Background: an optimization exercise with open tools, aiming at small area, a short achievable clock period and few clock cycles per item. Do not read the settings as production practice.
No functional check of the RTL was part of any run shown here.

==> run.sh <==
#!/bin/bash
# synth_recipe.tcl (not shown) runs the flow's synth.tcl, then flattens the netlist and writes it again
# the make line also repeats each setting of config.mk as NAME=value (left out here)
make -C /OpenROAD-flow-scripts/flow DESIGN_CONFIG=/design/flow/config.mk WORK_HOME=/design/flow/orfs CLKGATE_MAP_FILE= SYNTH_SCRIPT=/design/flow/synth_recipe.tcl finish
==> design.v <==
module aes_sbox (
    input  wire [7:0] a,
    output wire [7:0] y
);
    wire n1;
    gx2 u1 (.a(a[1]), .b(a[3]), .y(n1));
    wire n2;
    gx2 u2 (.a(a[5]), .b(a[6]), .y(n2));
    wire n3;
    gx2 u3 (.a(a[4]), .b(a[7]), .y(n3));
    wire n4;
    gx2 u4 (.a(a[2]), .b(n1), .y(n4));
    wire n5;
    gx2 u5 (.a(a[0]), .b(n2), .y(n5));
    wire n6;
    gx2 u6 (.a(a[5]), .b(a[7]), .y(n6));
    wire n7;
    gx2 u7 (.a(a[4]), .b(n2), .y(n7));
    wire n8;
    gx2 u8 (.a(a[2]), .b(a[3]), .y(n8));
    wire n9;
    gx2 u9 (.a(a[6]), .b(n4), .y(n9));
    wire n10;
    gx2 u10 (.a(n1), .b(n3), .y(n10));
    wire n11;
    gx2 u11 (.a(a[1]), .b(a[2]), .y(n11));
    wire n12;
    gx2 u12 (.a(a[7]), .b(n5), .y(n12));
    wire n13;
    gx2 u13 (.a(n4), .b(n7), .y(n13));
    wire n14;
    gx2 u14 (.a(a[0]), .b(n9), .y(n14));
    wire n15;
    gx2 u15 (.a(a[0]), .b(n10), .y(n15));
    wire n16;
    gx2 u16 (.a(a[1]), .b(a[7]), .y(n16));
    wire n17;
    gx2 u17 (.a(a[1]), .b(n5), .y(n17));
    wire n18;
    gx2 u18 (.a(a[1]), .b(n6), .y(n18));
    wire n19;
    gx2 u19 (.a(a[2]), .b(a[4]), .y(n19));
    wire n20;
    gx2 u20 (.a(a[2]), .b(a[5]), .y(n20));
    wire n21;
    gx2 u21 (.a(a[2]), .b(a[7]), .y(n21));
    wire n22;
    gx2 u22 (.a(a[4]), .b(n5), .y(n22));
    wire n23;
    gx2 u23 (.a(a[5]), .b(n4), .y(n23));
    wire n24;
    gx2 u24 (.a(a[6]), .b(n3), .y(n24));
    wire n25;
    gx2 u25 (.a(n2), .b(n10), .y(n25));
    wire n26;
    gx2 u26 (.a(n3), .b(n9), .y(n26));
    wire n27;
    gx2 u27 (.a(n3), .b(n11), .y(n27));
    wire n28;
    gx2 u28 (.a(n3), .b(n20), .y(n28));
    wire n29;
    gx2 u29 (.a(n4), .b(n6), .y(n29));
    wire n30;
    gx2 u30 (.a(n6), .b(n8), .y(n30));
    wire n31;
    gx2 u31 (.a(n7), .b(n8), .y(n31));
    wire n32;
    gx2 u32 (.a(n11), .b(n12), .y(n32));
    wire n33;
    ga2 u33 (.a(n19), .b(n28), .y(n33));
    wire n34;
    ga2 u34 (.a(n3), .b(n9), .y(n34));
    wire n35;
    ga2 u35 (.a(n21), .b(n25), .y(n35));
    wire n36;
    ga2 u36 (.a(n27), .b(n10), .y(n36));
    wire n37;
    ga2 u37 (.a(n22), .b(a[0]), .y(n37));
    wire n38;
    ga2 u38 (.a(n32), .b(n15), .y(n38));
    wire n39;
    ga2 u39 (.a(n16), .b(n23), .y(n39));
    wire n40;
    ga2 u40 (.a(n12), .b(n14), .y(n40));
    wire n41;
    ga2 u41 (.a(n17), .b(n5), .y(n41));
    wire n42;
    gx2 u42 (.a(n35), .b(n37), .y(n42));
    wire n43;
    gx2 u43 (.a(n37), .b(n40), .y(n43));
    wire n44;
    gx2 u44 (.a(n33), .b(n38), .y(n44));
    wire n45;
    gx2 u45 (.a(n34), .b(n36), .y(n45));
    wire n46;
    gx2 u46 (.a(n36), .b(n39), .y(n46));
    wire n47;
    gx2 u47 (.a(n38), .b(n41), .y(n47));
    wire n48;
    gx2 u48 (.a(n13), .b(n42), .y(n48));
    wire n49;
    gx2 u49 (.a(n6), .b(n42), .y(n49));
    wire n50;
    gx2 u50 (.a(n24), .b(n43), .y(n50));
    wire n51;
    gx2 u51 (.a(n18), .b(n43), .y(n51));
    wire n52;
    gx2 u52 (.a(n44), .b(n49), .y(n52));
    wire n53;
    gx2 u53 (.a(n45), .b(n48), .y(n53));
    wire n54;
    gx2 u54 (.a(n46), .b(n50), .y(n54));
    wire n55;
    gx2 u55 (.a(n47), .b(n51), .y(n55));
    reg [3:0] e;
    always @(*) begin
        case ({n55, n54, n52, n53})
            4'd0: e = 4'd0;
            4'd1: e = 4'd1;
            4'd2: e = 4'd3;
            4'd3: e = 4'd2;
            4'd4: e = 4'd15;
            4'd5: e = 4'd12;
            4'd6: e = 4'd9;
            4'd7: e = 4'd11;
            4'd8: e = 4'd10;
            4'd9: e = 4'd6;
            4'd10: e = 4'd8;
            4'd11: e = 4'd7;
            4'd12: e = 4'd5;
            4'd13: e = 4'd14;
            4'd14: e = 4'd13;
            4'd15: e = 4'd4;
            default: e = 4'd0;
        endcase
    end
    wire n56;
    gx2 u56 (.a(e[0]), .b(e[1]), .y(n56));
    wire n57;
    gx2 u57 (.a(e[2]), .b(e[3]), .y(n57));
    wire n58;
    gx2 u58 (.a(e[0]), .b(e[2]), .y(n58));
    wire n59;
    gx2 u59 (.a(e[1]), .b(e[3]), .y(n59));
    wire n60;
    gx2 u60 (.a(n56), .b(n57), .y(n60));
    wire n61;
    ga2 u61 (.a(n6), .b(e[3]), .y(n61));
    wire n62;
    ga2 u62 (.a(n26), .b(e[2]), .y(n62));
    wire n63;
    ga2 u63 (.a(n13), .b(n57), .y(n63));
    wire n64;
    ga2 u64 (.a(n8), .b(e[1]), .y(n64));
    wire n65;
    ga2 u65 (.a(n7), .b(e[0]), .y(n65));
    wire n66;
    ga2 u66 (.a(n31), .b(n56), .y(n66));
    wire n67;
    ga2 u67 (.a(n30), .b(n59), .y(n67));
    wire n68;
    ga2 u68 (.a(n29), .b(n58), .y(n68));
    wire n69;
    ga2 u69 (.a(a[1]), .b(n60), .y(n69));
    wire n70;
    ga2 u70 (.a(n28), .b(e[3]), .y(n70));
    wire n71;
    ga2 u71 (.a(n9), .b(e[2]), .y(n71));
    wire n72;
    ga2 u72 (.a(n25), .b(n57), .y(n72));
    wire n73;
    ga2 u73 (.a(n10), .b(e[1]), .y(n73));
    wire n74;
    ga2 u74 (.a(a[0]), .b(e[0]), .y(n74));
    wire n75;
    ga2 u75 (.a(n15), .b(n56), .y(n75));
    wire n76;
    ga2 u76 (.a(n23), .b(n59), .y(n76));
    wire n77;
    ga2 u77 (.a(n14), .b(n58), .y(n77));
    wire n78;
    ga2 u78 (.a(n5), .b(n60), .y(n78));
    wire n79;
    gx2 u79 (.a(n61), .b(n62), .y(n79));
    wire n80;
    gx2 u80 (.a(n66), .b(n79), .y(n80));
    wire n81;
    gx2 u81 (.a(n64), .b(n80), .y(n81));
    wire n82;
    gx2 u82 (.a(n67), .b(n77), .y(n82));
    wire n83;
    gx2 u83 (.a(n71), .b(n78), .y(n83));
    wire n84;
    gx2 u84 (.a(n70), .b(n83), .y(n84));
    wire n85;
    gx2 u85 (.a(n73), .b(n74), .y(n85));
    wire n86;
    gx2 u86 (.a(n68), .b(n82), .y(n86));
    wire n87;
    gx2 u87 (.a(n69), .b(n79), .y(n87));
    wire n88;
    gx2 u88 (.a(n73), .b(n75), .y(n88));
    wire n89;
    gx2 u89 (.a(n76), .b(n81), .y(n89));
    wire n90;
    gx2 u90 (.a(n82), .b(n87), .y(n90));
    wire n91;
    gx2 u91 (.a(n84), .b(n85), .y(n91));
    wire n92;
    gx2 u92 (.a(n62), .b(n63), .y(n92));
    wire n93;
    gx2 u93 (.a(n65), .b(n72), .y(n93));
    wire n94;
    gx2 u94 (.a(n71), .b(n72), .y(n94));
    wire n95;
    gx2 u95 (.a(n76), .b(n85), .y(n95));
    wire n96;
    gx2 u96 (.a(n76), .b(n90), .y(n96));
    wire n97;
    gx2 u97 (.a(n77), .b(n81), .y(n97));
    wire n98;
    gx2 u98 (.a(n78), .b(n88), .y(n98));
    wire n99;
    gx2 u99 (.a(n80), .b(n83), .y(n99));
    wire n100;
    gx2 u100 (.a(n84), .b(n89), .y(n100));
    wire n101;
    gx2 u101 (.a(n86), .b(n88), .y(n101));
    wire n102;
    gx2 u102 (.a(n86), .b(n92), .y(n102));
    wire n103;
    gx2 u103 (.a(n89), .b(n98), .y(n103));
    wire n110;
    gxn2 u104 (.a(n90), .b(n91), .y(n110));
    wire n105;
    gx2 u105 (.a(n91), .b(n97), .y(n105));
    wire n106;
    gx2 u106 (.a(n93), .b(n99), .y(n106));
    wire n111;
    gxn2 u107 (.a(n94), .b(n96), .y(n111));
    wire n112;
    gxn2 u108 (.a(n95), .b(n102), .y(n112));
    wire n109;
    gx2 u109 (.a(n101), .b(n106), .y(n109));
    wire n113 = ~n81;
    assign y[0] = n110;
    assign y[1] = n111;
    assign y[2] = n109;
    assign y[3] = n105;
    assign y[4] = n100;
    assign y[5] = n112;
    assign y[6] = n113;
    assign y[7] = n103;
endmodule
module aes_inv_sbox (
    input  wire [7:0] a,
    output wire [7:0] y
);
    wire n1;
    gx2 u1 (.a(a[1]), .b(a[7]), .y(n1));
    wire n2;
    gx2 u2 (.a(a[2]), .b(a[3]), .y(n2));
    wire n3;
    gx2 u3 (.a(a[4]), .b(a[5]), .y(n3));
    wire n4;
    gx2 u4 (.a(a[0]), .b(n2), .y(n4));
    wire n5;
    gx2 u5 (.a(a[6]), .b(n1), .y(n5));
    wire n6;
    gx2 u6 (.a(a[6]), .b(n3), .y(n6));
    wire n7;
    gx2 u7 (.a(a[0]), .b(a[3]), .y(n7));
    wire n8;
    gx2 u8 (.a(a[0]), .b(n3), .y(n8));
    wire n9;
    gx2 u9 (.a(a[2]), .b(n5), .y(n9));
    wire n10;
    gx2 u10 (.a(a[5]), .b(n5), .y(n10));
    wire n11;
    gx2 u11 (.a(n2), .b(n3), .y(n11));
    wire n12;
    gx2 u12 (.a(a[1]), .b(a[6]), .y(n12));
    wire n13;
    gx2 u13 (.a(a[7]), .b(n6), .y(n13));
    wire n14;
    gx2 u14 (.a(a[7]), .b(n7), .y(n14));
    wire n15;
    gx2 u15 (.a(n1), .b(n4), .y(n15));
    wire n40;
    gxn2 u16 (.a(a[0]), .b(n12), .y(n40));
    wire n17;
    gx2 u17 (.a(a[1]), .b(n4), .y(n17));
    wire n47;
    gxn2 u18 (.a(a[2]), .b(n1), .y(n47));
    wire n19;
    gx2 u19 (.a(a[3]), .b(n6), .y(n19));
    wire n42;
    gxn2 u20 (.a(a[3]), .b(n10), .y(n42));
    wire n36;
    gxn2 u21 (.a(a[4]), .b(n1), .y(n36));
    wire n22;
    gx2 u22 (.a(a[4]), .b(n2), .y(n22));
    wire n23;
    gx2 u23 (.a(a[5]), .b(n4), .y(n23));
    wire n24;
    gx2 u24 (.a(a[5]), .b(n14), .y(n24));
    wire n25;
    gx2 u25 (.a(n1), .b(n11), .y(n25));
    wire n43;
    gxn2 u26 (.a(n3), .b(n9), .y(n43));
    wire n44;
    gxn2 u27 (.a(n4), .b(n5), .y(n44));
    wire n28;
    gx2 u28 (.a(n4), .b(n10), .y(n28));
    wire n34;
    gxn2 u29 (.a(n4), .b(n13), .y(n34));
    wire n46;
    gxn2 u30 (.a(n5), .b(n11), .y(n46));
    wire n31;
    gx2 u31 (.a(n6), .b(n17), .y(n31));
    wire n32;
    gx2 u32 (.a(n8), .b(n9), .y(n32));
    wire n33;
    gx2 u33 (.a(n12), .b(n23), .y(n33));
    wire n35 = ~n4;
    wire n37 = ~n10;
    wire n38 = ~a[5];
    wire n39 = ~n14;
    wire n41 = ~n11;
    wire n45 = ~n7;
    wire n48 = ~a[6];
    wire n49;
    ga2 u34 (.a(n33), .b(n24), .y(n49));
    wire n50;
    ga2 u35 (.a(n28), .b(n38), .y(n50));
    wire n51;
    ga2 u36 (.a(a[7]), .b(n39), .y(n51));
    wire n52;
    ga2 u37 (.a(n34), .b(n40), .y(n52));
    wire n53;
    ga2 u38 (.a(n35), .b(n41), .y(n53));
    wire n54;
    ga2 u39 (.a(n13), .b(n31), .y(n54));
    wire n55;
    ga2 u40 (.a(n36), .b(n42), .y(n55));
    wire n56;
    ga2 u41 (.a(n37), .b(n22), .y(n56));
    wire n57;
    ga2 u42 (.a(n6), .b(n43), .y(n57));
    wire n58;
    gx2 u43 (.a(n49), .b(n53), .y(n58));
    wire n59;
    gx2 u44 (.a(n53), .b(n56), .y(n59));
    wire n60;
    gx2 u45 (.a(n50), .b(n54), .y(n60));
    wire n61;
    gx2 u46 (.a(n51), .b(n52), .y(n61));
    wire n62;
    gx2 u47 (.a(n52), .b(n55), .y(n62));
    wire n63;
    gx2 u48 (.a(n54), .b(n57), .y(n63));
    wire n64;
    gx2 u49 (.a(n8), .b(n58), .y(n64));
    wire n65;
    gx2 u50 (.a(n15), .b(n58), .y(n65));
    wire n66;
    gx2 u51 (.a(n32), .b(n59), .y(n66));
    wire n67;
    gx2 u52 (.a(n48), .b(n59), .y(n67));
    wire n68;
    gx2 u53 (.a(n60), .b(n65), .y(n68));
    wire n69;
    gx2 u54 (.a(n61), .b(n64), .y(n69));
    wire n70;
    gx2 u55 (.a(n62), .b(n66), .y(n70));
    wire n71;
    gx2 u56 (.a(n63), .b(n67), .y(n71));
    reg [3:0] e;
    always @(*) begin
        case ({n71, n70, n68, n69})
            4'd0: e = 4'd0;
            4'd1: e = 4'd1;
            4'd2: e = 4'd3;
            4'd3: e = 4'd2;
            4'd4: e = 4'd10;
            4'd5: e = 4'd8;
            4'd6: e = 4'd14;
            4'd7: e = 4'd13;
            4'd8: e = 4'd5;
            4'd9: e = 4'd11;
            4'd10: e = 4'd4;
            4'd11: e = 4'd9;
            4'd12: e = 4'd15;
            4'd13: e = 4'd7;
            4'd14: e = 4'd6;
            4'd15: e = 4'd12;
            default: e = 4'd0;
        endcase
    end
    wire n72;
    gx2 u57 (.a(e[0]), .b(e[1]), .y(n72));
    wire n73;
    gx2 u58 (.a(e[2]), .b(e[3]), .y(n73));
    wire n74;
    gx2 u59 (.a(e[0]), .b(e[2]), .y(n74));
    wire n75;
    gx2 u60 (.a(e[1]), .b(e[3]), .y(n75));
    wire n76;
    gx2 u61 (.a(n72), .b(n73), .y(n76));
    wire n77;
    ga2 u62 (.a(n9), .b(e[3]), .y(n77));
    wire n78;
    ga2 u63 (.a(n44), .b(e[2]), .y(n78));
    wire n79;
    ga2 u64 (.a(n45), .b(n73), .y(n79));
    wire n80;
    ga2 u65 (.a(n25), .b(e[1]), .y(n80));
    wire n81;
    ga2 u66 (.a(n8), .b(e[0]), .y(n81));
    wire n82;
    ga2 u67 (.a(n15), .b(n72), .y(n82));
    wire n83;
    ga2 u68 (.a(n19), .b(n75), .y(n83));
    wire n84;
    ga2 u69 (.a(n46), .b(n74), .y(n84));
    wire n85;
    ga2 u70 (.a(n47), .b(n76), .y(n85));
    wire n86;
    ga2 u71 (.a(n24), .b(e[3]), .y(n86));
    wire n87;
    ga2 u72 (.a(n38), .b(e[2]), .y(n87));
    wire n88;
    ga2 u73 (.a(n39), .b(n73), .y(n88));
    wire n89;
    ga2 u74 (.a(n40), .b(e[1]), .y(n89));
    wire n90;
    ga2 u75 (.a(n41), .b(e[0]), .y(n90));
    wire n91;
    ga2 u76 (.a(n31), .b(n72), .y(n91));
    wire n92;
    ga2 u77 (.a(n42), .b(n75), .y(n92));
    wire n93;
    ga2 u78 (.a(n22), .b(n74), .y(n93));
    wire n94;
    ga2 u79 (.a(n43), .b(n76), .y(n94));
    wire n95;
    gx2 u80 (.a(n81), .b(n85), .y(n95));
    wire n96;
    gx2 u81 (.a(n86), .b(n87), .y(n96));
    wire n97;
    gx2 u82 (.a(n78), .b(n83), .y(n97));
    wire n98;
    gx2 u83 (.a(n89), .b(n93), .y(n98));
    wire n99;
    gx2 u84 (.a(n96), .b(n97), .y(n99));
    wire n100;
    gx2 u85 (.a(n80), .b(n95), .y(n100));
    wire n101;
    gx2 u86 (.a(n82), .b(n84), .y(n101));
    wire n102;
    gx2 u87 (.a(n91), .b(n98), .y(n102));
    wire n103;
    gx2 u88 (.a(n77), .b(n99), .y(n103));
    wire n104;
    gx2 u89 (.a(n79), .b(n92), .y(n104));
    wire n105;
    gx2 u90 (.a(n93), .b(n94), .y(n105));
    wire n106;
    gx2 u91 (.a(n95), .b(n101), .y(n106));
    wire n107;
    gx2 u92 (.a(n99), .b(n102), .y(n107));
    wire n108;
    gx2 u93 (.a(n100), .b(n103), .y(n108));
    wire n109;
    gx2 u94 (.a(n104), .b(n107), .y(n109));
    wire n110;
    gx2 u95 (.a(n78), .b(n79), .y(n110));
    wire n111;
    gx2 u96 (.a(n81), .b(n101), .y(n111));
    wire n112;
    gx2 u97 (.a(n84), .b(n100), .y(n112));
    wire n113;
    gx2 u98 (.a(n85), .b(n109), .y(n113));
    wire n114;
    gx2 u99 (.a(n86), .b(n88), .y(n114));
    wire n115;
    gx2 u100 (.a(n90), .b(n91), .y(n115));
    wire n116;
    gx2 u101 (.a(n90), .b(n92), .y(n116));
    wire n117;
    gx2 u102 (.a(n94), .b(n102), .y(n117));
    wire n118;
    gx2 u103 (.a(n96), .b(n105), .y(n118));
    wire n119;
    gx2 u104 (.a(n98), .b(n106), .y(n119));
    wire n120;
    gx2 u105 (.a(n105), .b(n108), .y(n120));
    wire n121;
    gx2 u106 (.a(n106), .b(n114), .y(n121));
    wire n122;
    gx2 u107 (.a(n108), .b(n115), .y(n122));
    wire n123;
    gx2 u108 (.a(n109), .b(n111), .y(n123));
    wire n124;
    gx2 u109 (.a(n110), .b(n112), .y(n124));
    wire n125;
    gx2 u110 (.a(n116), .b(n119), .y(n125));
    wire n126;
    gx2 u111 (.a(n117), .b(n121), .y(n126));
    assign y[0] = n126;
    assign y[1] = n124;
    assign y[2] = n118;
    assign y[3] = n120;
    assign y[4] = n122;
    assign y[5] = n113;
    assign y[6] = n125;
    assign y[7] = n123;
endmodule
module aes_inv_mixcol (
    input  wire [31:0] a,
    output wire [31:0] y
);
    wire x0;
    gx2 u_x0 (.a(a[13]), .b(a[29]), .y(x0));
    wire x1;
    gx2 u_x1 (.a(a[5]), .b(a[21]), .y(x1));
    wire x2;
    gx2 u_x2 (.a(a[14]), .b(a[30]), .y(x2));
    wire x3;
    gx2 u_x3 (.a(a[6]), .b(a[22]), .y(x3));
    wire x4;
    gx2 u_x4 (.a(x0), .b(x1), .y(x4));
    wire x5;
    gx2 u_x5 (.a(a[7]), .b(a[15]), .y(x5));
    wire x6;
    gx2 u_x6 (.a(a[23]), .b(a[27]), .y(x6));
    wire x7;
    gx2 u_x7 (.a(a[3]), .b(a[31]), .y(x7));
    wire x8;
    gx2 u_x8 (.a(a[26]), .b(x3), .y(x8));
    wire x9;
    gx2 u_x9 (.a(a[2]), .b(x2), .y(x9));
    wire x10;
    gx2 u_x10 (.a(a[25]), .b(x4), .y(x10));
    wire x11;
    gx2 u_x11 (.a(a[4]), .b(a[20]), .y(x11));
    wire x12;
    gx2 u_x12 (.a(a[0]), .b(a[16]), .y(x12));
    wire x13;
    gx2 u_x13 (.a(a[12]), .b(a[28]), .y(x13));
    wire x14;
    gx2 u_x14 (.a(a[8]), .b(a[24]), .y(x14));
    wire x15;
    gx2 u_x15 (.a(a[1]), .b(a[17]), .y(x15));
    wire x16;
    gx2 u_x16 (.a(a[18]), .b(x9), .y(x16));
    wire x17;
    gx2 u_x17 (.a(a[10]), .b(x8), .y(x17));
    wire x18;
    gx2 u_x18 (.a(a[9]), .b(x10), .y(x18));
    wire x19;
    gx2 u_x19 (.a(a[11]), .b(a[19]), .y(x19));
    wire x20;
    gx2 u_x20 (.a(x5), .b(x19), .y(x20));
    wire x21;
    gx2 u_x21 (.a(x6), .b(x7), .y(x21));
    wire x22;
    gx2 u_x22 (.a(a[15]), .b(x17), .y(x22));
    wire x23;
    gx2 u_x23 (.a(a[23]), .b(a[31]), .y(x23));
    wire x24;
    gx2 u_x24 (.a(a[7]), .b(a[11]), .y(x24));
    wire x25;
    gx2 u_x25 (.a(x2), .b(x12), .y(x25));
    wire x26;
    gx2 u_x26 (.a(x11), .b(x13), .y(x26));
    wire x27;
    gx2 u_x27 (.a(x3), .b(x14), .y(x27));
    wire x28;
    gx2 u_x28 (.a(x20), .b(x21), .y(x28));
    wire x29;
    gx2 u_x29 (.a(x15), .b(x18), .y(x29));
    wire x30;
    gx2 u_x30 (.a(a[15]), .b(x4), .y(x30));
    wire x31;
    gx2 u_x31 (.a(a[20]), .b(x16), .y(x31));
    wire x32;
    gx2 u_x32 (.a(x17), .b(x24), .y(x32));
    wire x33;
    gx2 u_x33 (.a(a[4]), .b(x16), .y(x33));
    wire x34;
    gx2 u_x34 (.a(a[19]), .b(x22), .y(x34));
    wire x35;
    gx2 u_x35 (.a(a[7]), .b(a[23]), .y(x35));
    wire x36;
    gx2 u_x36 (.a(a[7]), .b(a[31]), .y(x36));
    wire x37;
    gx2 u_x37 (.a(x12), .b(x15), .y(x37));
    wire x38;
    gx2 u_x38 (.a(x3), .b(x13), .y(x38));
    wire x39;
    gx2 u_x39 (.a(a[12]), .b(x6), .y(x39));
    wire x40;
    gx2 u_x40 (.a(x2), .b(x11), .y(x40));
    wire x41;
    gx2 u_x41 (.a(a[22]), .b(x5), .y(x41));
    wire x42;
    gx2 u_x42 (.a(a[6]), .b(x23), .y(x42));
    wire x43;
    gx2 u_x43 (.a(a[28]), .b(x7), .y(x43));
    wire x44;
    gx2 u_x44 (.a(x3), .b(x15), .y(x44));
    wire x45;
    gx2 u_x45 (.a(x0), .b(x26), .y(x45));
    wire x46;
    gx2 u_x46 (.a(x4), .b(x25), .y(x46));
    wire x47;
    gx2 u_x47 (.a(x8), .b(x14), .y(x47));
    wire x48;
    gx2 u_x48 (.a(x9), .b(x12), .y(x48));
    wire x49;
    gx2 u_x49 (.a(x1), .b(x26), .y(x49));
    wire x50;
    gx2 u_x50 (.a(a[18]), .b(x25), .y(x50));
    wire x51;
    gx2 u_x51 (.a(x4), .b(x27), .y(x51));
    wire x52;
    gx2 u_x52 (.a(x28), .b(x38), .y(x52));
    wire x53;
    gx2 u_x53 (.a(x16), .b(x35), .y(x53));
    wire x54;
    gx2 u_x54 (.a(x28), .b(x40), .y(x54));
    wire x55;
    gx2 u_x55 (.a(a[23]), .b(x30), .y(x55));
    wire x56;
    gx2 u_x56 (.a(a[31]), .b(x22), .y(x56));
    wire x57;
    gx2 u_x57 (.a(x14), .b(x18), .y(x57));
    wire x58;
    gx2 u_x58 (.a(x2), .b(x18), .y(x58));
    wire x59;
    gx2 u_x59 (.a(x1), .b(x32), .y(x59));
    wire x60;
    gx2 u_x60 (.a(x11), .b(x29), .y(x60));
    wire x61;
    gx2 u_x61 (.a(x0), .b(x34), .y(x61));
    wire x62;
    gx2 u_x62 (.a(x13), .b(x29), .y(x62));
    wire x63;
    gx2 u_x63 (.a(a[10]), .b(a[19]), .y(x63));
    wire x64;
    gx2 u_x64 (.a(a[0]), .b(a[17]), .y(x64));
    wire x65;
    gx2 u_x65 (.a(a[10]), .b(a[27]), .y(x65));
    wire x66;
    gx2 u_x66 (.a(a[17]), .b(a[25]), .y(x66));
    wire x67;
    gx2 u_x67 (.a(a[14]), .b(a[29]), .y(x67));
    wire x68;
    gx2 u_x68 (.a(a[7]), .b(a[14]), .y(x68));
    wire x69;
    gx2 u_x69 (.a(a[13]), .b(a[28]), .y(x69));
    wire x70;
    gx2 u_x70 (.a(a[1]), .b(a[25]), .y(x70));
    wire x71;
    gx2 u_x71 (.a(a[9]), .b(a[16]), .y(x71));
    wire x72;
    gx2 u_x72 (.a(a[0]), .b(a[8]), .y(x72));
    wire x73;
    gx2 u_x73 (.a(a[5]), .b(a[12]), .y(x73));
    wire x74;
    gx2 u_x74 (.a(a[5]), .b(a[29]), .y(x74));
    wire x75;
    gx2 u_x75 (.a(a[13]), .b(a[30]), .y(x75));
    wire x76;
    gx2 u_x76 (.a(a[23]), .b(a[30]), .y(x76));
    wire x77;
    gx2 u_x77 (.a(a[1]), .b(a[8]), .y(x77));
    wire x78;
    gx2 u_x78 (.a(a[14]), .b(a[31]), .y(x78));
    wire x79;
    gx2 u_x79 (.a(a[6]), .b(a[13]), .y(x79));
    wire x80;
    gx2 u_x80 (.a(a[3]), .b(a[26]), .y(x80));
    wire x81;
    gx2 u_x81 (.a(a[15]), .b(a[30]), .y(x81));
    wire x82;
    gx2 u_x82 (.a(a[9]), .b(a[17]), .y(x82));
    wire x83;
    gx2 u_x83 (.a(a[1]), .b(a[9]), .y(x83));
    wire x84;
    gx2 u_x84 (.a(a[18]), .b(x65), .y(x84));
    wire x85;
    gx2 u_x85 (.a(a[24]), .b(x5), .y(x85));
    wire x86;
    gx2 u_x86 (.a(x5), .b(x77), .y(x86));
    wire x87;
    gx2 u_x87 (.a(a[24]), .b(x64), .y(x87));
    wire x88;
    gx2 u_x88 (.a(a[21]), .b(x67), .y(x88));
    wire x89;
    gx2 u_x89 (.a(a[8]), .b(x23), .y(x89));
    wire x90;
    gx2 u_x90 (.a(x7), .b(x73), .y(x90));
    wire x91;
    gx2 u_x91 (.a(a[10]), .b(x66), .y(x91));
    wire x92;
    gx2 u_x92 (.a(a[22]), .b(x74), .y(x92));
    wire x93;
    gx2 u_x93 (.a(x7), .b(x24), .y(x93));
    wire x94;
    gx2 u_x94 (.a(x36), .b(x72), .y(x94));
    wire x95;
    gx2 u_x95 (.a(a[16]), .b(x36), .y(x95));
    wire x96;
    gx2 u_x96 (.a(a[24]), .b(x71), .y(x96));
    wire x97;
    gx2 u_x97 (.a(a[2]), .b(x6), .y(x97));
    wire x98;
    gx2 u_x98 (.a(a[21]), .b(x79), .y(x98));
    wire x99;
    gx2 u_x99 (.a(a[5]), .b(x75), .y(x99));
    wire x100;
    gx2 u_x100 (.a(x6), .b(x69), .y(x100));
    wire x101;
    gx2 u_x101 (.a(x20), .b(x80), .y(x101));
    wire x102;
    gx2 u_x102 (.a(x42), .b(x81), .y(x102));
    wire x103;
    gx2 u_x103 (.a(a[16]), .b(x86), .y(x103));
    wire x104;
    gx2 u_x104 (.a(x44), .b(x94), .y(x104));
    wire x105;
    gx2 u_x105 (.a(x21), .b(x63), .y(x105));
    wire x106;
    gx2 u_x106 (.a(x37), .b(x93), .y(x106));
    wire x107;
    gx2 u_x107 (.a(a[21]), .b(x43), .y(x107));
    wire x108;
    gx2 u_x108 (.a(x27), .b(x91), .y(x108));
    wire x109;
    gx2 u_x109 (.a(x23), .b(x87), .y(x109));
    wire x110;
    gx2 u_x110 (.a(a[0]), .b(x27), .y(x110));
    wire x111;
    gx2 u_x111 (.a(x42), .b(x68), .y(x111));
    wire x112;
    gx2 u_x112 (.a(x41), .b(x78), .y(x112));
    wire x113;
    gx2 u_x113 (.a(x41), .b(x76), .y(x113));
    wire x114;
    gx2 u_x114 (.a(x44), .b(x96), .y(x114));
    wire x115;
    gx2 u_x115 (.a(x37), .b(x97), .y(x115));
    wire x116;
    gx2 u_x116 (.a(a[29]), .b(x39), .y(x116));
    wire x117;
    gx2 u_x117 (.a(x45), .b(x111), .y(x117));
    wire x118;
    gx2 u_x118 (.a(x49), .b(x102), .y(x118));
    wire x119;
    gx2 u_x119 (.a(x19), .b(x30), .y(x119));
    wire x120;
    gx2 u_x120 (.a(x47), .b(x115), .y(x120));
    wire x121;
    gx2 u_x121 (.a(x48), .b(x105), .y(x121));
    wire x122;
    gx2 u_x122 (.a(x51), .b(x106), .y(x122));
    wire x123;
    gx2 u_x123 (.a(x45), .b(x113), .y(x123));
    wire x124;
    gx2 u_x124 (.a(x46), .b(x85), .y(x124));
    wire x125;
    gx2 u_x125 (.a(x47), .b(x83), .y(x125));
    wire x126;
    gx2 u_x126 (.a(x46), .b(x89), .y(x126));
    wire x127;
    gx2 u_x127 (.a(x51), .b(x95), .y(x127));
    wire x128;
    gx2 u_x128 (.a(x49), .b(x112), .y(x128));
    wire x129;
    gx2 u_x129 (.a(x50), .b(x101), .y(x129));
    wire x130;
    gx2 u_x130 (.a(x48), .b(x82), .y(x130));
    wire x131;
    gx2 u_x131 (.a(x50), .b(x70), .y(x131));
    wire x132;
    gx2 u_x132 (.a(x10), .b(x104), .y(x132));
    wire x133;
    gx2 u_x133 (.a(x52), .b(x88), .y(x133));
    wire x134;
    gx2 u_x134 (.a(x31), .b(x100), .y(x134));
    wire x135;
    gx2 u_x135 (.a(x33), .b(x107), .y(x135));
    wire x136;
    gx2 u_x136 (.a(x31), .b(x90), .y(x136));
    wire x137;
    gx2 u_x137 (.a(x119), .b(x120), .y(x137));
    wire x138;
    gx2 u_x138 (.a(x54), .b(x98), .y(x138));
    wire x139;
    gx2 u_x139 (.a(x33), .b(x116), .y(x139));
    wire x140;
    gx2 u_x140 (.a(x84), .b(x122), .y(x140));
    wire x141;
    gx2 u_x141 (.a(x21), .b(x31), .y(x141));
    wire x142;
    gx2 u_x142 (.a(x53), .b(x108), .y(x142));
    wire x143;
    gx2 u_x143 (.a(x20), .b(x33), .y(x143));
    wire x144;
    gx2 u_x144 (.a(x55), .b(x114), .y(x144));
    wire x145;
    gx2 u_x145 (.a(x52), .b(x99), .y(x145));
    wire x146;
    gx2 u_x146 (.a(x54), .b(x92), .y(x146));
    wire x147;
    gx2 u_x147 (.a(x55), .b(x110), .y(x147));
    wire x148;
    gx2 u_x148 (.a(x32), .b(x43), .y(x148));
    wire x149;
    gx2 u_x149 (.a(x53), .b(x125), .y(x149));
    wire x150;
    gx2 u_x150 (.a(x57), .b(x121), .y(x150));
    wire x151;
    gx2 u_x151 (.a(x59), .b(x134), .y(x151));
    wire x152;
    gx2 u_x152 (.a(x59), .b(x139), .y(x152));
    wire x153;
    gx2 u_x153 (.a(x34), .b(x39), .y(x153));
    wire x154;
    gx2 u_x154 (.a(x57), .b(x129), .y(x154));
    wire x155;
    gx2 u_x155 (.a(x56), .b(x130), .y(x155));
    wire x156;
    gx2 u_x156 (.a(x56), .b(x131), .y(x156));
    wire x157;
    gx2 u_x157 (.a(x58), .b(x103), .y(x157));
    wire x158;
    gx2 u_x158 (.a(x58), .b(x109), .y(x158));
    wire x159;
    gx2 u_x159 (.a(x62), .b(x141), .y(x159));
    wire x160;
    gx2 u_x160 (.a(x60), .b(x148), .y(x160));
    wire x161;
    gx2 u_x161 (.a(x60), .b(x153), .y(x161));
    wire x162;
    gx2 u_x162 (.a(x62), .b(x143), .y(x162));
    wire x163;
    gx2 u_x163 (.a(x61), .b(x135), .y(x163));
    wire x164;
    gx2 u_x164 (.a(x61), .b(x136), .y(x164));
    assign y[0] = x127;
    assign y[1] = x158;
    assign y[2] = x156;
    assign y[3] = x137;
    assign y[4] = x159;
    assign y[5] = x163;
    assign y[6] = x146;
    assign y[7] = x118;
    assign y[8] = x124;
    assign y[9] = x132;
    assign y[10] = x149;
    assign y[11] = x150;
    assign y[12] = x160;
    assign y[13] = x152;
    assign y[14] = x145;
    assign y[15] = x117;
    assign y[16] = x147;
    assign y[17] = x157;
    assign y[18] = x155;
    assign y[19] = x140;
    assign y[20] = x162;
    assign y[21] = x164;
    assign y[22] = x138;
    assign y[23] = x128;
    assign y[24] = x126;
    assign y[25] = x144;
    assign y[26] = x142;
    assign y[27] = x154;
    assign y[28] = x161;
    assign y[29] = x151;
    assign y[30] = x133;
    assign y[31] = x123;
endmodule
module gx2 (input wire a, input wire b, output wire y);
    assign y = a ^ b;
endmodule
module gxn2 (input wire a, input wire b, output wire y);
    assign y = ~(a ^ b);
endmodule
module ga2 (input wire a, input wire b, output wire y);
    assign y = a & b;
endmodule
module kw_unwrap (
    input  wire         clk,
    input  wire         rst,
    input  wire         req_valid,
    output wire         req_ready,
    input  wire         req_kek,
    input  wire         req_long,
    input  wire [319:0] req_data,
    output wire         resp_valid,
    input  wire         resp_ready,
    output wire [255:0] resp_key,
    output wire         resp_ok
);
    localparam [63:0] IV = 64'hA6A6_A6A6_A6A6_A6A6;
    localparam [2:0] S_IDLE  = 3'd0,
                     S_KEXP  = 3'd1,
                     S_KDONE = 3'd2,
                     S_ROUND = 3'd3,
                     S_CLR   = 3'd4,
                     S_RESP  = 3'd5;
    reg  [2:0]   state;
    reg  [3:0]   rnd;        
    reg  [4:0]   t;          
    reg  [2:0]   idx;        
    reg          long_key;   
    reg          ok;
    reg  [255:0] kwin;       
    reg  [255:0] klast;      
    reg  [127:0] st;         
    reg  [63:0]  r1, r2, r3, r4;
    wire [127:0] rk14 = klast[127:0];
    wire        kfwd   = (state == S_KEXP);
    wire        ktype0 = kfwd ? ~rnd[0] : rnd[0];
    wire [2:0]  rci    = kfwd ? (rnd[3:1] + 3'd1) : rnd[3:1] + {2'd0, rnd[0]};
    wire [31:0] w_src  = kfwd ? kwin[31:0] : kwin[159:128];
    wire [31:0] sub_in = ktype0 ? {w_src[23:0], w_src[31:24]} : w_src;
    wire [31:0] sub_out;
    genvar g;
    generate
        for (g = 0; g < 4; g = g + 1) begin : g_ksbox
            aes_sbox u_sbox (.a(sub_in[8*g +: 8]), .y(sub_out[8*g +: 8]));
        end
    endgenerate
    reg [7:0] rcon;
    always @(*) begin
        case (rci)
            3'd1:    rcon = 8'h01;
            3'd2:    rcon = 8'h02;
            3'd3:    rcon = 8'h04;
            3'd4:    rcon = 8'h08;
            3'd5:    rcon = 8'h10;
            3'd6:    rcon = 8'h20;
            3'd7:    rcon = 8'h40;
            default: rcon = 8'h00;
        endcase
    end
    wire [31:0] ktemp = ktype0 ? (sub_out ^ {rcon, 24'h0}) : sub_out;
    wire [31:0] kw0 = kwin[255:224], kw1 = kwin[223:192], kw2 = kwin[191:160], kw3 = kwin[159:128];
    wire [31:0] kw4 = kwin[127:96],  kw5 = kwin[95:64],   kw6 = kwin[63:32],   kw7 = kwin[31:0];
    wire [31:0] f0 = kw0 ^ ktemp;
    wire [31:0] f1 = kw1 ^ f0;
    wire [31:0] f2 = kw2 ^ f1;
    wire [31:0] f3 = kw3 ^ f2;
    wire [255:0] kfwd_next = {kwin[127:0], f0, f1, f2, f3};
    wire [255:0] kbwd_next = {kw4 ^ ktemp, kw5 ^ kw4, kw6 ^ kw5, kw7 ^ kw6, kwin[255:128]};
    wire [127:0] isr;
    wire [127:0] isb;
    wire [127:0] ark;
    wire [127:0] imc;
    generate
        for (g = 0; g < 16; g = g + 1) begin : g_round
            localparam integer ROW = g % 4;
            localparam integer COL = g / 4;
            localparam integer SRC = ROW + 4 * ((COL + 4 - ROW) % 4);
            assign isr[127-8*g -: 8] = st[127-8*SRC -: 8];
            aes_inv_sbox u_isbox (.a(isr[127-8*g -: 8]), .y(isb[127-8*g -: 8]));
        end
        for (g = 0; g < 4; g = g + 1) begin : g_imc
            aes_inv_mixcol u_imc (.a(ark[127-32*g -: 32]), .y(imc[127-32*g -: 32]));
        end
    endgenerate
    assign ark = isb ^ kwin[255:128];
    wire       last_step = (t == 5'd1);
    wire [2:0] idx_next  = (idx == 3'd1) ? (long_key ? 3'd4 : 3'd2) : idx - 3'd1;
    reg  [63:0] r_next;
    always @(*) begin
        case (idx_next)
            3'd1:    r_next = r1;
            3'd2:    r_next = r2;
            3'd3:    r_next = r3;
            default: r_next = r4;
        endcase
    end
    wire [4:0]   t_next   = t - 5'd1;
    wire [127:0] blk_next = {ark[127:64] ^ {59'd0, t_next}, r_next} ^ rk14;
    wire         start    = (state == S_IDLE) && req_valid && !req_kek;
    wire [63:0]  c_n      = req_long ? req_data[63:0] : req_data[191:128];
    wire [4:0]   t_first  = req_long ? 5'd24 : 5'd12;
    wire [127:0] blk_first = {req_data[319:256] ^ {59'd0, t_first}, c_n} ^ rk14;
    always @(posedge clk) begin
        if (state == S_ROUND)
            st <= (rnd != 4'd0) ? imc : blk_next;
        else
            st <= blk_first;
        if (state == S_IDLE && req_valid && req_kek)
            kwin <= req_data[255:0];
        else if (state == S_KEXP)
            kwin <= kfwd_next;
        else if (state == S_ROUND && rnd != 4'd0)
            kwin <= kbwd_next;
        else
            kwin <= klast;
        if (state == S_KDONE)
            klast <= kwin;
    end
    always @(posedge clk) begin
        if (rst) begin
            state <= S_IDLE;
        end else begin
            case (state)
                S_IDLE: begin
                    if (req_valid) begin
                        if (req_kek) begin
                            rnd   <= 4'd0;
                            state <= S_KEXP;
                        end else begin
                            r1       <= req_data[255:192];
                            r2       <= req_data[191:128];
                            r3       <= req_long ? req_data[127:64] : 64'd0;
                            r4       <= req_long ? req_data[63:0] : 64'd0;
                            long_key <= req_long;
                            idx      <= req_long ? 3'd4 : 3'd2;
                            t        <= t_first;
                            rnd      <= 4'd13;
                            state    <= S_ROUND;
                        end
                    end
                end
                S_KEXP: begin
                    rnd <= rnd + 4'd1;
                    if (rnd == 4'd12)
                        state <= S_KDONE;
                end
                S_KDONE: begin
                    state <= S_IDLE;
                end
                S_ROUND: begin
                    if (rnd != 4'd0) begin
                        rnd <= rnd - 4'd1;
                    end else begin
                        case (idx)
                            3'd1:    r1 <= ark[63:0];
                            3'd2:    r2 <= ark[63:0];
                            3'd3:    r3 <= ark[63:0];
                            default: r4 <= ark[63:0];
                        endcase
                        t   <= t_next;
                        idx <= idx_next;
                        rnd <= 4'd13;
                        ok  <= (ark[127:64] == IV);
                        if (last_step)
                            state <= S_CLR;
                    end
                end
                S_CLR: begin
                    if (!ok) begin
                        r1 <= 64'd0;
                        r2 <= 64'd0;
                        r3 <= 64'd0;
                        r4 <= 64'd0;
                    end
                    state <= S_RESP;
                end
                S_RESP: begin
                    if (resp_ready)
                        state <= S_IDLE;
                end
                default: state <= S_IDLE;
            endcase
        end
    end
    assign req_ready  = (state == S_IDLE);
    assign resp_valid = (state == S_RESP);
    assign resp_ok    = ok;
    assign resp_key   = {r1, r2, r3, r4};
endmodule
==> constraint.sdc <==
create_clock -name core_clock -period 12.0 [get_ports {clk}]
set_input_delay 2.4000 -clock core_clock [delete_from_list [all_inputs] [get_ports {clk}]]
set_output_delay 2.4000 -clock core_clock [all_outputs]
set_load 0.01 [all_outputs]
==> config.mk <==
export PLATFORM = sky130hd
export DESIGN_NAME = kw_unwrap
export DESIGN_NICKNAME = kw_unwrap
export VERILOG_FILES = /design/flow/design.v
export SDC_FILE = /design/flow/constraint.sdc
export NUM_CORES = 8
export LEC_CHECK = 0
export CAP_MARGIN = 20
export CELL_PAD_IN_SITES_DETAIL_PLACEMENT = 1
export CELL_PAD_IN_SITES_GLOBAL_PLACEMENT = 2
export CORE_MARGIN = 2
export CORE_UTILIZATION = 30
export PLACE_DENSITY = 0.5
export SLEW_MARGIN = 20
export SYNTH_HIERARCHICAL = 1
==> run_results.csv, run 1 <==
group,metric,value,unit
critical_path,crit_top_cell,"xor2_1",
floorplanning,die_x,502,um
yosys,synth_warnings,9,
yosys,syn_inst,8196,
yosys,yosysMostFrequentCell,"xor2_1",
critical_path,slowest_delay,0.86,ns
critical_path,cp-end-kind,"register",
floorplanning,dieArea,252000,um2
sta,hold_ws,0.504,ns
clocking,clockBufferDepth,3,
critical_path,worst_path_max_delay_cell,"xnor2_1",
route,wire_per_inst,34.2,um
clocking,htreeDepth,3,
sta,report.final.slew_viol_count,0,
route,vias,62800,
critical_path,crit_type,"reg2reg",
sta,tightest_slew,1.28,ns
yosys,netlist_area,74300,um2
placement,gp_congestion,0.916,
clocking,tritoncts,"built",
critical_path,r2r_end,"kwin[9]",
floorplanning,die_y,502,um
cells_and_area,nets,8824,
route,drcViolationCount,0,
global_routing,grt_max_degree,140,
sta,finClkSkew,0.0373,ns
critical_path,crit_fanout,69,
clocking,clock_latency,0.82,ns
worst_hold_path,hold_end,"st[96]",
yosys,ys.flop_type,"edfxtp_1",
yosys,synth.top_cell.area_share,27.1,%
global_routing,grt_overflow,0,
global_routing,grt.total_usage,31.2,%
floorplanning,start_util,30.2,%
clocking,post_cts_resized,0,
route,drtIter0Drc,5710,
route,postRouteAntennaNets,0,
sta,max_freq,93.2,MHz
yosys,synth_fp_nets,8583,
clocking,cts.sinks,913,
clocking,cts_made_buffers,121,
clocking,post_cts_buffers,0,
sta,period_share,89.5,%
yosys,synth_cell_types,63,
critical_path,critPathArrivalTime,11.42,ns
sta,setup-tns-final,0,ns
route,routed_via_density,5.34,
global_routing,grt_first_pass_wirelength,547000,um
floorplanning,num_rows,182,
status,status,"no timing/DRC/antenna violations",
critical_path,cp.required,12.68,ns
sta,relSlewSlack,14.5,%
critical_path,rr_worst_depth,28,
route,wirelength,403000,um
global_routing,antenna_found_initial,43,
placement,port-buffer-count,584,
critical_path,crit_path_start_kind,"register",
global_routing,first_global_vias,63500,
worst_hold_path,min_from,"klast[96]",
yosys,async_reset_ff_share,0,%
clocking,clockRootBuffer,"clkbuf_16",
yosys,ys_top_cells_by_area,"xor2_1 27%, edfxtp_1 21%, dfxtp_1 10%",
sta,rsz0062_at_grt,"no",
cells_and_area,fillers,28000,
yosys,synth_edf_count,526,
worst_hold_path,holdPathStages,1,
clocking,holdBufCountCts,0,
yosys,ys_ff_latch,913,
sta,hold_viol_final,0,
floorplanning,io_pins,585,
cells_and_area,area_growth,16.5,%
critical_path,critical_path.reg2reg.startpoint,"state[0]",
run,drv_cap,0,
floorplanning,coreArea,246000,um2
yosys,synth_top_cell_by_area,"xor2_1",
critical_path,ff2ff_setup_slack,1.27,ns
critical_path,path_buf_inv,3,
sta,setup_viol,0,
yosys,synth_commonest_cells,"2,300 x xor2_1, 660 x nor2_1, 605 x and2_1",
clocking,clk_pin_slew,0.06,ns
cells_and_area,drive_above_1_share,5.83,%
worst_hold_path,hold_path_class,"reg2reg",
route,first_pass_iters,6,
yosys,synth-seq-area-share,31.7,%
placement,hpwl,320000,um
yosys,post_synth.cell_area_avg,9.06,um2
sta,period_minus_slack,10.73,ns
critical_path,cp_top_family,"XOR/XNOR gates",
-- per-module statistics from Yosys (local to each module, per instance) --
module | area [um2] | flops+latches | times used | cells inside
aes_inv_sbox | 198 | 0 | 16 | 30
ga2 | 6.26 | 0 | 540 | 1
aes_inv_mixcol | 240 | 0 | 4 | 32
aes_sbox | 213 | 0 | 4 | 25
gx2 | 8.76 | 0 | 2192 | 1
gxn2 | 8.76 | 0 | 140 | 1
kw_unwrap | 45500 | 913 | 1 | 4616
-- per-stage QoR --
step,setup slack [ns],std cells,utilization [%],cell area [um2]
2_1_floorplan,0.894,8196,-,74300
3_3_place_gp,1.76,11500,33.4,82100
3_5_place_dp,1.56,11500,33.4,82100
4_1_cts,1.50,11800,35.2,86500
5_1_grt,0.666,11800,35.2,86500
6_report,1.27,11800,35.2,86600
-- per-layer routing --
| layer | up-vias | part of all wire, % | track usage [%] |
|---|---|---|---|
| met2 | 2031 | 43 | 47.6 |
| met3 | 361 | 5.3 | 3.49 |
| met5 | - | 0.016 | 0 |
| li1 | 28200 | - | - |
| met4 | 10 | 3.3 | 9.30 |
| met1 | 32300 | 48 | 45.6 |
-- cells in the final DEF (no fill, tap or decap), types with 61 or more instances in the layout --
cell type / n
xor2_1: 2292
nor2_1: 656
a21oi_1: 168
nand3_1: 201
xnor2_1: 290
a21o_1: 283
inv_1: 251
dfxtp_1: 387
clkbuf_16: 133
a22o_1: 61
o31ai_1: 93
edfxtp_1: 526
buf_4: 153
a31oi_1: 178
clkdlybuf4s50_1: 583
mux2i_1: 130
a22oi_1: 64
or3_1: 64
and2_1: 604
o22ai_1: 162
o21ai_0: 277
nand2_1: 406
-- worst max-delay path by stage --
stage                   from        to  slack, ns  depth (start not counted)
floorplan           state[1]  klast[0]       0.89                          2
global placement    state[0]  kwin[19]       1.76                         27
detailed placement  state[0]   kwin[9]       1.56                         28
CTS                 state[0]   kwin[9]       1.50                         28
global route        state[0]   kwin[8]       0.67                         28
finish              state[0]   kwin[9]       1.27                         28
-- cell families (layout without fill, tap and decap cells) --
logic type | Yosys count | after routing | synth area share (%)
xor gates and xnor gates | 2600 | 2600 | 30.8
and+or+nand+nor | 2045 | 2045 | 13.4
AOI/OAI and AO/OA | 1534 | 1534 | 14.4
DFF | 913 | 913 | 31.7
buffers and inverters | 887 | 1237 | 6.15
muxes | 156 | 156 | 2.53
adders and majority gates | 61 | 61 | 1.03
other | 0 | 14 | 0
-- state kept, by name, indices dropped and copies added (netlist names), 4 cells and up --
register,cells
kwin,256
rnd,4
t,5
r4,64
klast,256
r3,64
r1,64
r2,64
st,128
-- area by class of cell --
type / count / area, um2 / share of cell area, %
Inverter: 261 / 987 / 1.14
Antenna cell: 14 / 35.0 / 0.0405
Sequential cell: 913 / 23500 / 27.2
Clock buffer: 173 / 3710 / 4.28
Timing Repair Buffer: 744 / 7140 / 8.25
Tap cell: 3220 / 4030 / 4.65
Multi-Input combinational cell: 6396 / 46400 / 53.6
Clock inverter: 59 / 682 / 0.788
-- worst reg2reg max path, delay by kind of cell (launching register included) --
| family | cells | cell delay, ns |
|---|---|---|
| adder cells (fa/ha/maj) | 1 | 0.35 |
| AND/OR/NAND/NOR | 5 | 1.23 |
| AO/OA/AOI/OAI | 1 | 0.36 |
| buffers and inverters | 3 | 0.66 |
| XOR/XNOR | 15 | 5.39 |
| flip-flops | 1 | 0.66 |
| multiplexers | 3 | 1.98 |
==> run 2, diff against run 1 <==
--- a/config.mk
+++ b/config.mk
@@ -11,5 +11,6 @@
 export CORE_MARGIN = 2
 export CORE_UTILIZATION = 30
 export PLACE_DENSITY = 0.5
+export SETUP_SLACK_MARGIN = 5
 export SLEW_MARGIN = 20
 export SYNTH_HIERARCHICAL = 1
==> run_results.csv, run 2 <==
group,metric,value,unit
sta,period_minus_slack,7.49,ns
floorplanning,num_rows,182,
clocking,htreeDepth,4,
yosys,synth_cell_types,63,
status,status,"no timing/DRC/antenna violations",
clocking,cts_made_buffers,131,
global_routing,grt_overflow,0,
yosys,post_synth.cell_area_avg,9.06,um2
critical_path,slowest_delay,0.55,ns
floorplanning,io_pins,585,
critical_path,critPathArrivalTime,8.14,ns
critical_path,critical_path.reg2reg.startpoint,"st[75]",
critical_path,cp-end-kind,"register",
yosys,synth_fp_nets,8583,
floorplanning,start_util,30.2,%
global_routing,grt_first_pass_wirelength,597000,um
sta,period_share,62.4,%
sta,setup_ws,4.51,ns
yosys,ys_ff_latch,913,
clocking,clockBufferDepth,3,
route,vias,68900,
floorplanning,dieArea,252000,um2
global_routing,grt.total_usage,34.5,%
floorplanning,coreArea,246000,um2
sta,tightest_slew,1.21,ns
placement,dp.cells,11500,
route,routed_via_density,5.36,
yosys,ys_top_cells_by_area,"xor2_1 27%, edfxtp_1 21%, dfxtp_1 10%",
placement,pre_cts_ws,2.11,ns
sta,setup_viol,0,
cells_and_area,final_cells,12800,
worst_hold_path,min_from,"kwin[51]",
run,drv_cap,0,
clocking,clock_latency,0.81,ns
yosys,synth_top_cell_by_area,"xor2_1",
floorplanning,die_x,502,um
route,wire_per_inst,35.8,um
placement,port-buffer-count,584,
yosys,synth-seq-area-share,31.7,%
placement,gp_congestion,0.949,
yosys,synth_warnings,9,
worst_hold_path,hold_path_class,"reg2reg",
critical_path,cp.required,12.65,ns
critical_path,crit_top_cell,"xor2_2",
yosys,ys.flop_type,"edfxtp_1",
sta,relSlewSlack,19.5,%
floorplanning,die_y,502,um
critical_path,crit_path_start_kind,"register",
critical_path,cp-startpoint,"st[75]",
clocking,holdBufCountCts,0,
route,wirelength,460000,um
route,drcViolationCount,0,
yosys,yosysMostFrequentCell,"xor2_1",
cells_and_area,drive_above_1_share,33.8,%
yosys,syn_inst,8196,
sta,finClkSkew,0.0364,ns
route,drtIter0Drc,6608,
yosys,synth_edf_count,526,
cells_and_area,fillers,26100,
placement,hpwl,345000,um
sta,max_freq,133,MHz
critical_path,crit_fanout,5,
yosys,async_reset_ff_share,0,%
global_routing,first_global_vias,68200,
sta,setup-tns-final,0,ns
global_routing,grt_max_degree,112,
clocking,clockRootBuffer,"clkbuf_16",
critical_path,crit_type,"reg2reg",
cells_and_area,top_regs,"klast x256, kwin x256, st x128",
cells_and_area,layout_commonest_cell,"xor2_1",
route,first_pass_iters,5,
cells_and_area,nets,9844,
global_routing,antenna_found_initial,53,
route,postRouteAntennaNets,0,
critical_path,worst_path_max_delay_cell,"mux4_2",
yosys,synth.top_cell.area_share,27.1,%
sta,report.final.slew_viol_count,0,
clocking,tritoncts,"built",
sta,hold_viol_final,0,
yosys,netlist_area,74300,um2
cells_and_area,final_cell_mix,"1,166 x xor2_1, 964 x buf_4, 653 x xor2_2, 638 x nor2_1, 583 x clkdlybuf4s50_1",
sta,rsz0062_at_grt,"yes",
clocking,clk_pin_slew,0.06,ns
clocking,cts.sinks,913,
cells_and_area,area_growth,52.2,%
yosys,synth_commonest_cells,"2,300 x xor2_1, 660 x nor2_1, 605 x and2_1",
-- run 2: cell counts after synthesis --
No cell type changed its count.
-- run 2: worst max-delay path, delay by kind of cell, from the launching register on --
kind / cells / cell delay (ns)
adders and majority gates: 1 / 0.17
DFF: 1 / 0.40
xor gates and xnor gates: 19 / 4.54
AOI/OAI and AO/OA: 2 / 0.26
and+or+nand+nor: 4 / 0.69
muxes: 1 / 0.55
buffers and inverters: 5 / 0.69
-- run 2: timing repair --
item / 4_1_cts / 5_1_grt
pin swaps: 465 / 549
gates resized for setup: 1427 / 935
buffers inserted: 528 / 469
setup endpoints to repair: 322 / 235
cloned: 11 / 2
-- run 2: cell families (layout without fill, tap and decap cells) --
logic type                 Yosys count  after routing  synth area share [%]
buffers and inverters              887           2253                  6.15
and+or+nand+nor                   2045           2047                  13.4
other                                0             64                     0
AOI/OAI and AO/OA                 1534           1534                  14.4
adders and majority gates           61             61                  1.03
xor gates and xnor gates          2600           2600                  30.8
muxes                              156            156                  2.53
DFF                                913            913                  31.7
-- run 2: path summary, 6_finish.rpt --
| kind | end | slack, ns | depth (start not counted) |
|---|---|---|---|
| min reg2reg | klast[51] | 0.51 | 0 |
| max | st[4] | 4.51 | 32 |
| max reg2reg | st[4] | 4.51 | 32 |
| min | klast[51] | 0.51 | 0 |
-- run 2: modules after synthesis, one instance, submodules excluded, a selection --
| module | flip-flops and latches | cell area [um2] | times used |
|---|---|---|---|
| aes_inv_mixcol | 0 | 240 | 4 |
| aes_inv_sbox | 0 | 198 | 16 |
| ga2 | 0 | 6.26 | 540 |
| gx2 | 0 | 8.76 | 2192 |
| gxn2 | 0 | 8.76 | 140 |
| kw_unwrap | 913 | 45500 | 1 |
-- run 2: final cells by class --
| cell class | instances | area [um2] | area share (%) |
|---|---|---|---|
| multi-input cells | 6398 | 63500 | 56.1 |
| flip-flops and latches | 913 | 23800 | 21.1 |
| repair buffers | 1748 | 16100 | 14.3 |
| well taps | 3220 | 4030 | 3.56 |
| clock buffers | 193 | 3760 | 3.33 |
| inverters | 261 | 1070 | 0.946 |
| clock inverters | 47 | 534 | 0.473 |
| diodes | 64 | 160 | 0.142 |
| repair inverters | 4 | 71.3 | 0.0631 |
-- run 2: metal layers --
layer | vias to the layer above | global-route usage [%] | wire (um)
met2 | 2514 | 54.0 | 210000
met4 | 26 | 15.4 | 25400
met3 | 606 | 4.37 | 25200
met5 | - | 0 | 172
met1 | 36400 | 47.5 | 199000
li1 | 29400 | - | -
-- run 2: stage by stage --
| step | hold WS (ns) | util [%] | cell area (um2) |
|---|---|---|---|
| finish | 0.507 | 46.0 | 113000 |
| CTS | 0.509 | 41.7 | 103000 |
| global placement | 0.484 | 34.1 | 83900 |
| floorplan | 0.437 | - | 76100 |
| detailed placement | 0.476 | 34.1 | 83900 |
| global route | 0.533 | 45.9 | 113000 |

==> static timing again, ports no longer ideal <==
The flow's constraints put no driver on any port. The routed layouts listed below were extracted and timed again, unchanged, in two steps. Step 1, drivers: a clkbuf_16 drives clk and a buf_2 each remaining input, both assumed. Step 2, shift: input delay + t, output delay - t, t = (earliest + latest rising clock arrival at the registers) / 2. This alone moves slack from input paths to output paths. Slacks: no drivers / after step 1 / after step 2; pairs: no drivers / after step 1.
run | shift t [ns] | setup slack, ns | worst data-port slew with drivers (ns) | pins driven straight from the clock port
run 1 | 0.886 | 1.265 / 1.265 / 1.265 | 0.12 | 1
run 2 | 0.899 | 4.508 / 4.508 / 4.508 | 0.14 | 1
After both steps every run listed still meets setup and hold.
